Background: an optimization exercise with open tools, aiming at small area, a short achievable clock period and few clock cycles. Do not read the settings as production practice.
Where RTL was checked, it was by simulation tests only, not by an equivalence proof against the original.

==> flow/design.v (excerpt) <==
module gz_cmac (
    input  wire         clk,
    input  wire         rst,         
    input  wire         start,       
    input  wire [127:0] key,         
    output wire         idle,
    input  wire         in_valid,
    output wire         in_ready,
    input  wire [127:0] in_data,     
    input  wire         in_last,
    input  wire [4:0]   in_bytes,    
    output reg          tag_valid,
    output wire [127:0] tag
);
For scale: roughly 5700 cells after synthesis, ~400 I/O pins, roughly 51000 um2 of cells after synthesis.
export LEC_CHECK = 0
export CAP_MARGIN = 20
export CORE_MARGIN = 2
export CORE_UTILIZATION = 45
export PLACE_DENSITY = 0.65
export SETUP_SLACK_MARGIN = 4
export SLEW_MARGIN = 20
create_clock -name core_clock -period 10.0 [get_ports {clk}]
standard.sh (not shown) runs the stock make flow with config.mk's settings and CLKGATE_MAP_FILE= SYNTH_SCRIPT=/design/flow/synth_recipe.tcl, a recipe that flattens the netlist after the stock synthesis.
==> flow/flow/run.sh <==
#!/bin/bash
# Own flow: the standard layout (standard.sh), except that synthesis maps
# the logic with an area-oriented ABC script (flow/abc_map.script) instead of
# ORFS's delay script, which restructures the XOR networks of the S-boxes
# into much larger logic; 3-input XOR cells are left out of the mapping
# (two 2-input ones are smaller). Everything else, registers included, is the
# standard synthesis; placement, CTS and routing are standard.sh's, with
# plain buffers on the ports.
set -euo pipefail
W=$PWD
ABC_SCRIPT=$W/flow/abc_map.script
cat > $W/own_synth.tcl <<EOS
proc abc {args} {
  set i [lsearch \$args -script]
  if {\$i >= 0} { lset args [expr {\$i + 1}] $ABC_SCRIPT }
  foreach c {xor3_1 xor3_2 xor3_4 xnor3_1 xnor3_2 xnor3_4} {
    lappend args -dont_use sky130_fd_sc_hd__\$c
  }
  yosys abc {*}\$args
}
source $W/synth_recipe.tcl
EOS
sed "s|$W/synth_recipe.tcl|$W/own_synth.tcl|g" $W/standard.sh > $W/own_standard.sh
grep -q own_synth.tcl $W/own_standard.sh
bash $W/own_standard.sh synth > $W/synth.log 2>&1
# The ports' buffers are the platform's plain buf_1 instead of the buffer
# buffer_ports picks on its own (clkdlybuf4s50_1, a slow delay cell).
bash $W/own_standard.sh "BUFFER_PORTS_ARGS=-buffer_cell sky130_fd_sc_hd__buf_1" finish > $W/layout.log 2>&1
==> flow/flow/abc_map.script <==
&get -n
&st
&dch -f
&nf -R 1000
&put
The baseline finished clean.
Then changed:
--- a/flow/flow/run.sh
+++ b/flow/flow/run.sh
@@ -5,2 +5 @@
-# into much larger logic; 3-input XOR cells are left out of the mapping
-# (two 2-input ones are smaller). Everything else, registers included, is the
+# into much larger logic. Everything else, registers included, is the
--- a/flow/config.mk
+++ b/flow/config.mk
@@ -10,2 +10,2 @@
-export CORE_UTILIZATION = 45
-export PLACE_DENSITY = 0.65
+export CORE_UTILIZATION = 40
+export PLACE_DENSITY = 0.55
=> Hold slack barely changes. Via count drops by about 1.2%. Non-clock buffer count climbs by 22. Sequential share of layout area drops by 0.43 points. Worst setup slack improved by 0.12 ns. Cell count climbs by 2.4%. Utilization drops by 5.4 points. Wire length climbs by 4.3%. Critical path depth climbs by 7.
Then changed:
--- a/flow/flow/run.sh
+++ b/flow/flow/run.sh
@@ -5 +5,2 @@
-# into much larger logic. Everything else, registers included, is the
+# into much larger logic; 3-input XOR cells are left out of the mapping
+# (two 2-input ones are smaller). Everything else, registers included, is the
--- a/flow/config.mk
+++ b/flow/config.mk
@@ -10,2 +10,2 @@
-export CORE_UTILIZATION = 40
-export PLACE_DENSITY = 0.55
+export CORE_UTILIZATION = 45
+export PLACE_DENSITY = 0.6
Outcome:
- worst hold slack improves by 0.0062 ns
- setup slack improves by 0.045 ns
Function was not checked in any run of this note: the RTL went through the layout flow alone.

* * *

Setup of job 101:
gz_cmac, a different RTL version from the one above (not shown whole).
Size in the first run: ~5900 cells after synthesis, roughly 400 I/O pins.
==> flow/config.mk <==
export PLATFORM = sky130hd
export DESIGN_NAME = gz_cmac
export DESIGN_NICKNAME = gz_cmac
export VERILOG_FILES = /design/flow/design.v
export SDC_FILE = /design/flow/constraint.sdc
export NUM_CORES = 8
export LEC_CHECK = 0
export CAP_MARGIN = 20
export CORE_MARGIN = 2
export CORE_UTILIZATION = 40
export PLACE_DENSITY = 0.55
export SETUP_SLACK_MARGIN = 4.3
export SLEW_MARGIN = 20
export TNS_END_PERCENT = 20
==> flow/constraint.sdc <==
create_clock -name core_clock -period 10.0 [get_ports {clk}]
set_input_delay 2.0000 -clock core_clock [delete_from_list [all_inputs] [get_ports {clk}]]
set_output_delay 2.0000 -clock core_clock [all_outputs]
set_load 0.01 [all_outputs]
==> flow/flow/run.sh <==
#!/bin/bash
# Own flow: the standard layout (standard.sh), except that synthesis maps
# the logic with an area-oriented ABC script (flow/abc_map.script) instead of
# ORFS's delay script, which restructures the XOR networks of the S-boxes
# into much larger logic. Everything else, registers included, is the
# standard synthesis; placement, CTS and routing are standard.sh's, with
# plain buffers on the ports.
set -euo pipefail
W=$PWD
ABC_SCRIPT=$W/flow/abc_map.script
cat > $W/own_synth.tcl <<EOS
proc abc {args} {
  set i [lsearch \$args -script]
  if {\$i >= 0} { lset args [expr {\$i + 1}] $ABC_SCRIPT }
  foreach c {xor3_1 xor3_2 xor3_4 xnor3_1 xnor3_2 xnor3_4} {
    lappend args -dont_use sky130_fd_sc_hd__\$c
  }
  yosys abc {*}\$args
}
source $W/synth_recipe.tcl
EOS
sed "s|$W/synth_recipe.tcl|$W/own_synth.tcl|g" $W/standard.sh > $W/own_standard.sh
grep -q own_synth.tcl $W/own_standard.sh
bash $W/own_standard.sh synth > $W/synth.log 2>&1
# The ports' buffers are the platform's plain buf_1 instead of the buffer
# buffer_ports picks on its own (clkdlybuf4s50_1, a slow delay cell).
bash $W/own_standard.sh "BUFFER_PORTS_ARGS=-buffer_cell sky130_fd_sc_hd__buf_1" finish > $W/layout.log 2>&1
Scripts as last shown in full above: flow/flow/abc_map.script
Testbench counts of job 101, summed over its fixed seeds: cycles 27,258.
For job 102, these inputs were changed with respect to job 101:
Settings: a change of SETUP_SLACK_MARGIN from 4.3 to 3.7; a deleted TNS_END_PERCENT that had been 20.
Findings:
- [compare] base=job 101 new=job 102: cell area after layout moved down, ratio of final minimum period to clock period +4.0 points, post-placement cell area fell about 1%, total length of routed met3 wires neither gained nor lost much, latest clock arrival within the worst-skew pair stayed essentially flat.
- On layout overhead on the synthesized area: job 102 sits below job 101.
- Origin of the worst setup path: st[35]$_DFF_P_ -> job 102, st[19]$_DFF_P_ -> job 101
Edits applied to the flow inputs when going from job 102 to job 103:
Settings: SETUP_SLACK_MARGIN changed from 3.7 to 4.
## What came out
Row placed cell area: job 103 higher / job 102 lower
Fraction of the mapped netlist area in adder cells: job 103 vs job 102 identical
The wire length was comparable across job 102 and job 103.
Delta (job 103 minus job 102): final critical path time including I/O delays and setup now smaller, cell count now larger, global-route usage comparable, average detailed-routed wire length per instance now smaller.
Comparing job 103 against job 102, there is no change at all in number of enable-type register cells in the synthesized netlist.
~same total placed cells including tap cells in job 102 and job 103
Relative to job 102, hold slack decreased by 0.032 ns in job 103.
> inputs changed (job 103 -> job 104)
Settings: SETUP_SLACK_MARGIN: 4 -> 4.5.
--- outcome ---
Maximum fanout along the worst path: job 104 higher than job 103. Measured against each other, job 103 and job 104 differ in sequential share of cell area, the lower figure coming from job 104.

* * *

Setup of run A:
gz_cmac, a different RTL version from the one above (not shown whole).
Size in the first run: about 5,400 cells after synthesis, ~520 flip-flops, roughly 48,000 um2 of cells after synthesis.
## gz_cmac
module gz_cmac (
    input  wire         clk,
    input  wire         rst,         
    input  wire         start,       
    input  wire [127:0] key,         
    output wire         idle,
    input  wire         in_valid,
    output wire         in_ready,
    input  wire [127:0] in_data,     
    input  wire         in_last,
    input  wire [4:0]   in_bytes,    
    output reg          tag_valid,
    output wire [127:0] tag
);
    localparam [2:0] S_IDLE  = 3'd0,     
                     S_KEY   = 3'd1,     
                     S_SUBK  = 3'd2,     
                     S_LOAD  = 3'd3,     
                     S_WAITF = 3'd4,     
                     S_WAITC = 3'd5,     
                     S_ENC   = 3'd6;     
    reg [2:0]   state;
    reg [127:0] ckey;        
    reg [127:0] subl;        
    reg         lval;
    reg [127:0] st;          
    reg [127:0] rk;          
    reg [3:0]   rnd;         
    reg         last_q;      
    reg         rdy;         
    reg         ks_new;      
    wire r10     = (rnd == 4'd10);
    wire rounds  = (state == S_SUBK) || (state == S_ENC);
    wire s_key   = (state == S_KEY);
    wire s_waitc = (state == S_WAITC);
    assign idle     = (state == S_IDLE);
    assign in_ready = rdy;
    wire take = in_valid && rdy;
    wire [127:0] k1 = {subl[126:0], 1'b0} ^ (subl[127] ? 128'h87 : 128'h0);
    wire [127:0] k2 = {k1[126:0], 1'b0} ^ (k1[127] ? 128'h87 : 128'h0);
    reg [127:0] pad_mask;    
    reg [127:0] pad_bit;     
    integer b;
    always @(*) begin
        for (b = 0; b < 16; b = b + 1) begin
            pad_mask[127 - 8*b -: 8] = (b < in_bytes) ? 8'hff : 8'h00;
            pad_bit [127 - 8*b -: 8] = (b == in_bytes) ? 8'h80 : 8'h00;
        end
    end
    wire         lf   = take && in_last && (in_bytes == 5'd16);
    wire         lp   = take && in_last && (in_bytes != 5'd16);
    wire [127:0] keep = {128{take}} & (in_last ? pad_mask : {128{1'b1}});
    wire [127:0] pbit = {128{take && in_last}} & pad_bit;
    wire [127:0] kx   = ({128{lf}} & k1) | ({128{lp}} & k2);
    reg [7:0] rcon;
    always @(*) begin
        case (ks_new ? 4'd0 : rnd)
            4'd0:  rcon = 8'h01;
            4'd1:  rcon = 8'h02;
            4'd2:  rcon = 8'h04;
  ...
Settings: LEC_CHECK=0, CAP_MARGIN=20, CORE_MARGIN=2, CORE_UTILIZATION=45, PLACE_DENSITY=0.6, SETUP_SLACK_MARGIN=4, SLEW_MARGIN=20; clock period 10.0 ns.
Scripts as last shown in full above: flow/flow/run.sh, flow/flow/abc_map.script
Run A: full flow OK, the timing, design-rule and antenna checks passed
Testbench counts of run A, summed over its fixed seeds: cycles 27,258.
> inputs changed (run A -> run B)
--- a/flow/config.mk
+++ b/flow/config.mk
@@ -10,2 +10,2 @@
-export CORE_UTILIZATION = 45
-export PLACE_DENSITY = 0.6
+export CORE_UTILIZATION = 40
+export PLACE_DENSITY = 0.55
Run B: all stages complete, timing, DRC and antenna checks passed
In run B, sequential share of layout area is lower than in run A.
Of the two values seen for capturing instance or port of the critical path, rk[2] was produced by run A and st[44] by run B.
Summary of run B over run A: setup slack after layout went down by 21 ps, detailed-route vias per instance shrank by about 3.2%, count of clock-buffer cells in the layout higher.

[afterwards: timing with drivers on the ports]
The flow's constraints put no driver on any port. The routed layouts listed below were extracted and timed again, unchanged, in two steps. Step 1 (the two cells are an assumption about what drives the block):
set clk [get_ports {clk}]
set_driving_cell -lib_cell sky130_fd_sc_hd__clkbuf_16 $clk
set_driving_cell -lib_cell sky130_fd_sc_hd__buf_2 [delete_from_list [all_inputs] $clk]
Step 2 adds t to the input delays and takes it off the output delays; t is the mean of the earliest and latest rising clock arrival at the registers after step 1. Input paths then give back, and output paths get back, about the clock's delay inside the block. a / b / c = no drivers / after step 1 / after step 2; a / b = the first two.
run	shift t [ns]	slack for setup (ns)	hold slack, ns	latest minus earliest clock arrival (ns)
the first run of note 1	0.722	3.971 / 4.009 / 3.287	0.469 / 0.469 / 0.469	0.042 / 0.042
the second run of note 1	0.720	4.087 / 4.087 / 3.568	0.466 / 0.466 / 0.466	0.047 / 0.046
the third run of note 1	0.726	4.132 / 4.132 / 4.082	0.472 / 0.472 / 0.472	0.039 / 0.039
job 101	0.736	4.320 / 4.320 / 3.733	0.455 / 0.455 / 0.455	0.042 / 0.042
job 102	0.745	3.918 / 3.918 / 3.827	0.481 / 0.481 / 0.481	0.045 / 0.044
job 103	0.720	4.129 / 4.129 / 3.833	0.449 / 0.449 / 0.449	0.030 / 0.030
job 104	0.739	4.597 / 4.597 / 3.906	0.449 / 0.449 / 0.449	0.019 / 0.020
run A	0.756	4.131 / 4.131 / 3.569	0.476 / 0.476 / 0.476	0.020 / 0.019
run B	0.712	4.109 / 4.109 / 3.588	0.466 / 0.466 / 0.466	0.035 / 0.035
After both steps every run listed still meets setup and hold. The setup slack of job 104, which loses most, moves by 0.000 ns with the drivers and by -0.691 ns with both steps.
